Context: an optimization exercise on an open-source flow, tuned for small area, a short achievable clock period and few clock cycles per item. The choices shown serve that exercise and are no tape-out recipe. Function was checked by simulation only, so behaviour that the tests miss may differ from the original.

==> flow/design.v <==
module kdf_sha256 (
    input  wire         clk,
    input  wire         rst,
    input  wire         in_valid,
    output wire         in_ready,
    input  wire         in_first,
    input  wire [511:0] in_block,
    output wire         out_valid,
    input  wire         out_ready,
    output wire [255:0] out_digest
);
    localparam [255:0] IV = {32'h6a09e667, 32'hbb67ae85, 32'h3c6ef372, 32'ha54ff53a,
                             32'h510e527f, 32'h9b05688c, 32'h1f83d9ab, 32'h5be0cd19};
    reg [6:0]  q;
    reg        pend;         
    reg        ovld;         
    reg        add_r, go_r, first_r, cur_first;
    reg [3:0]  rph;          
    reg        hen;          
    reg        sel_h;        
    reg        sel_iv;       
    reg        ld_iv;        
    reg [31:0] a, b, c, d, e, f, g, h;
    reg [31:0] H0, H1, H2, H3, H4, H5, H6, H7;
    reg [31:0] w [0:15];     
    reg [31:0] hkw;          
    wire rnd   = ~q[6];
    reg [31:0] k_t;
    always @(*) begin
        case (q[5:0])
            6'd0: k_t = 32'h71374491;
            6'd1: k_t = 32'hb5c0fbcf;
            6'd2: k_t = 32'he9b5dba5;
            6'd3: k_t = 32'h3956c25b;
            6'd4: k_t = 32'h59f111f1;
            6'd5: k_t = 32'h923f82a4;
            6'd6: k_t = 32'hab1c5ed5;
            6'd7: k_t = 32'hd807aa98;
            6'd8: k_t = 32'h12835b01;
            6'd9: k_t = 32'h243185be;
            6'd10: k_t = 32'h550c7dc3;
            6'd11: k_t = 32'h72be5d74;
            6'd12: k_t = 32'h80deb1fe;
            6'd13: k_t = 32'h9bdc06a7;
            6'd14: k_t = 32'hc19bf174;
            6'd15: k_t = 32'he49b69c1;
            6'd16: k_t = 32'hefbe4786;
            6'd17: k_t = 32'h0fc19dc6;
            6'd18: k_t = 32'h240ca1cc;
            6'd19: k_t = 32'h2de92c6f;
            6'd20: k_t = 32'h4a7484aa;
            6'd21: k_t = 32'h5cb0a9dc;
            6'd22: k_t = 32'h76f988da;
            6'd23: k_t = 32'h983e5152;
            6'd24: k_t = 32'ha831c66d;
            6'd25: k_t = 32'hb00327c8;
            6'd26: k_t = 32'hbf597fc7;
            6'd27: k_t = 32'hc6e00bf3;
            6'd28: k_t = 32'hd5a79147;
            6'd29: k_t = 32'h06ca6351;
            6'd30: k_t = 32'h14292967;
            6'd31: k_t = 32'h27b70a85;
            6'd32: k_t = 32'h2e1b2138;
            6'd33: k_t = 32'h4d2c6dfc;
            6'd34: k_t = 32'h53380d13;
            6'd35: k_t = 32'h650a7354;
            6'd36: k_t = 32'h766a0abb;
            6'd37: k_t = 32'h81c2c92e;
            6'd38: k_t = 32'h92722c85;
            6'd39: k_t = 32'ha2bfe8a1;
            6'd40: k_t = 32'ha81a664b;
            6'd41: k_t = 32'hc24b8b70;
            6'd42: k_t = 32'hc76c51a3;
            6'd43: k_t = 32'hd192e819;
            6'd44: k_t = 32'hd6990624;
            6'd45: k_t = 32'hf40e3585;
            6'd46: k_t = 32'h106aa070;
            6'd47: k_t = 32'h19a4c116;
            6'd48: k_t = 32'h1e376c08;
            6'd49: k_t = 32'h2748774c;
            6'd50: k_t = 32'h34b0bcb5;
            6'd51: k_t = 32'h391c0cb3;
            6'd52: k_t = 32'h4ed8aa4a;
            6'd53: k_t = 32'h5b9cca4f;
            6'd54: k_t = 32'h682e6ff3;
            6'd55: k_t = 32'h748f82ee;
            6'd56: k_t = 32'h78a5636f;
            6'd57: k_t = 32'h84c87814;
            6'd58: k_t = 32'h8cc70208;
            6'd59: k_t = 32'h90befffa;
            6'd60: k_t = 32'ha4506ceb;
            6'd61: k_t = 32'hbef9a3f7;
            6'd62: k_t = 32'hc67178f2;
            default: k_t = 32'h428a2f98;
        endcase
    end
    wire [31:0] s1  = {e[5:0], e[31:6]} ^ {e[10:0], e[31:11]} ^ {e[24:0], e[31:25]};
    wire [31:0] ch  = (e & f) ^ (~e & g);
    wire [31:0] s0  = {a[1:0], a[31:2]} ^ {a[12:0], a[31:13]} ^ {a[21:0], a[31:22]};
    wire [31:0] maj = (a & b) ^ (a & c) ^ (b & c);
    wire [31:0] x_s = s1 ^ ch ^ hkw;
    wire [31:0] x_c = {((s1[30:0] & ch[30:0]) | (s1[30:0] & hkw[30:0]) | (ch[30:0] & hkw[30:0])), 1'b0};
    wire [31:0] e_s = x_s ^ x_c ^ d;
    wire [31:0] e_c = {((x_s[30:0] & x_c[30:0]) | (x_s[30:0] & d[30:0]) | (x_c[30:0] & d[30:0])), 1'b0};
    wire [31:0] e_rnd = e_s + e_c;
    wire [31:0] y_s = x_s ^ x_c ^ s0;
    wire [31:0] y_c = {((x_s[30:0] & x_c[30:0]) | (x_s[30:0] & s0[30:0]) | (x_c[30:0] & s0[30:0])), 1'b0};
    wire [31:0] z_s = y_s ^ y_c ^ maj;
    wire [31:0] z_c = {((y_s[30:0] & y_c[30:0]) | (y_s[30:0] & maj[30:0]) | (y_c[30:0] & maj[30:0])), 1'b0};
    wire [31:0] a_rnd = z_s + z_c;
    wire [31:0] w15 = w[15];
    wire [31:0] k_s = g ^ k_t ^ w15;
    wire [31:0] k_c = {((g[30:0] & k_t[30:0]) | (g[30:0] & w15[30:0]) | (k_t[30:0] & w15[30:0])), 1'b0};
    wire [31:0] iv_a = ({32{rph[0]}} & IV[159:128]) | ({32{rph[1]}} & IV[191:160]) |
                       ({32{rph[2]}} & IV[223:192]) | ({32{rph[3]}} & IV[255:224]);
    wire [31:0] iv_e = ({32{rph[0]}} & IV[31:0])    | ({32{rph[1]}} & IV[63:32]) |
                       ({32{rph[2]}} & IV[95:64])   | ({32{rph[3]}} & IV[127:96]);
    wire [31:0] ha   = ({32{sel_h}} & H3) | ({32{sel_iv}} & iv_a);
    wire [31:0] he   = ({32{sel_h}} & H7) | ({32{sel_iv}} & iv_e);
    wire [31:0] sum_a = d + ha;
    wire [31:0] sum_e = h + he;
    wire [31:0] a_ring = ld_iv ? iv_a : sum_a;
    wire [31:0] e_ring = ld_iv ? iv_e : sum_e;
    wire [31:0] w1  = w[1];
    wire [31:0] w14 = w[14];
    wire [31:0] ls0 = {w1[6:0], w1[31:7]} ^ {w1[17:0], w1[31:18]} ^ (w1 >> 3);
    wire [31:0] ls1 = {w14[16:0], w14[31:17]} ^ {w14[18:0], w14[31:19]} ^ (w14 >> 10);
    wire [31:0] w_new = ls1 + w[9] + ls0 + w[0];
    reg  [31:0] w_in;      
    always @(*) begin
        case (q[3:0])
            4'd14:   w_in = in_block[511:480];
            4'd15:   w_in = in_block[479:448];
            default: w_in = in_block[447 - 32*q[3:0] -: 32];
        endcase
    end
    wire        feed  = q[6] | (q < 7'd14);
    assign in_ready   = (q == 7'd13);
    assign out_valid  = ovld;
    assign out_digest = {H0, H1, H2, H3, H4, H5, H6, H7};
    integer i;
    always @(posedge clk) begin
        a <= rnd ? a_rnd : a_ring;
        b <= a; c <= b; d <= c;
        e <= rnd ? e_rnd : e_ring;
        f <= e; g <= f; h <= g;
        for (i = 0; i < 15; i = i + 1)
            w[i] <= w[i+1];
        w[15] <= feed ? w_in : w_new;
        hkw <= k_s + k_c;
        if (hen) begin
            H0 <= sum_a; H1 <= H0; H2 <= H1; H3 <= H2;
            H4 <= sum_e; H5 <= H4; H6 <= H5; H7 <= H6;
        end
    end
    wire enter_ring = (q == 7'd63) | ((q == 7'd127) & ~go_r);
    wire end_add    = (q == 7'd127) & add_r;
    wire pend_nx    = (q == 7'd63) | (pend & ~end_add);
    wire ovld_nx    = end_add | (ovld & ~out_ready);
    wire add_nx     = pend_nx & ~ovld_nx;
    wire go_nx      = in_valid & ~(pend_nx & ovld_nx);
    always @(posedge clk) begin
        if (rst) begin
            q      <= 7'd124;
            pend   <= 1'b0;
            ovld   <= 1'b0;
            add_r  <= 1'b0;
            go_r   <= 1'b0;
            rph    <= 4'b0001;
            hen    <= 1'b0;
            ld_iv  <= 1'b0;
        end else begin
            pend <= pend_nx;
            ovld <= ovld_nx;
            if (q == 7'd63 || enter_ring)
                q <= 7'd124;
            else
                q <= q + 7'd1;
            if (enter_ring) begin
                add_r   <= add_nx;
                go_r    <= go_nx;
                first_r <= in_first;
                rph     <= 4'b0001;
                hen     <= add_nx;
                sel_h   <= add_nx & ~cur_first;
                sel_iv  <= add_nx & cur_first;
                ld_iv   <= go_nx & in_first;
            end else begin
                rph <= {rph[2:0], 1'b0};
                if (q == 7'd127)
                    hen <= 1'b0;
            end
            if (q == 7'd127 && go_r)
                cur_first <= first_r;
        end
    end
endmodule
clock: 10.0 ns
lec_check: 0
cap_margin: 20
core_margin: 2
core_utilization: 40
setup_slack_margin: 4
slew_margin: 20
run.sh (not shown) runs the stock make flow with config.mk's settings and CLKGATE_MAP_FILE= SYNTH_SCRIPT=/design/flow/synth_recipe.tcl, a recipe that flattens the netlist after the stock synthesis.
Testbench counts at the start, summed over its fixed seeds: cycles 52,296, items 768.
==> next run, changes <==
- SETUP_SLACK_MARGIN: 4 -> 0.2
Outcome: First-iteration DRC count went up by 6.9%; synthesized cell count does not change; die area stays the same; worst setup slack loses 290 ps; cell area hardly moves.

-- afterwards: timing with drivers on the ports --
In the flow no input, the clock included, has a driving cell. The finished layouts below were timed again as built, in two steps. Step 1 (the two cells are an assumption about what drives the block):
set clk [get_ports {clk}]
set_driving_cell -lib_cell sky130_fd_sc_hd__clkbuf_16 $clk
set_driving_cell -lib_cell sky130_fd_sc_hd__buf_2 [delete_from_list [all_inputs] $clk]
Step 2, shift: input delay + t, output delay - t, t = (earliest + latest rising clock arrival at the registers) / 2. This alone moves slack from input paths to output paths. a / b / c = ideal ports / drivers / drivers and shift; a / b = the first two.
| run | shift t [ns] | setup slack, ns | worst setup path at the end | worst register clock-pin slew, ns |
|---|---|---|---|---|
| the first run | 0.770 | 4.327 / 4.351 / 3.581 | input to register | 0.07 / 0.07 |
| the second run | 0.793 | 4.034 / 4.034 / 3.301 | input to register | 0.07 / 0.07 |
After both steps setup and hold are still met in every run listed. For the first run, which loses most, drivers alone change the setup slack by +0.024 ns; drivers and shift together by -0.746 ns.
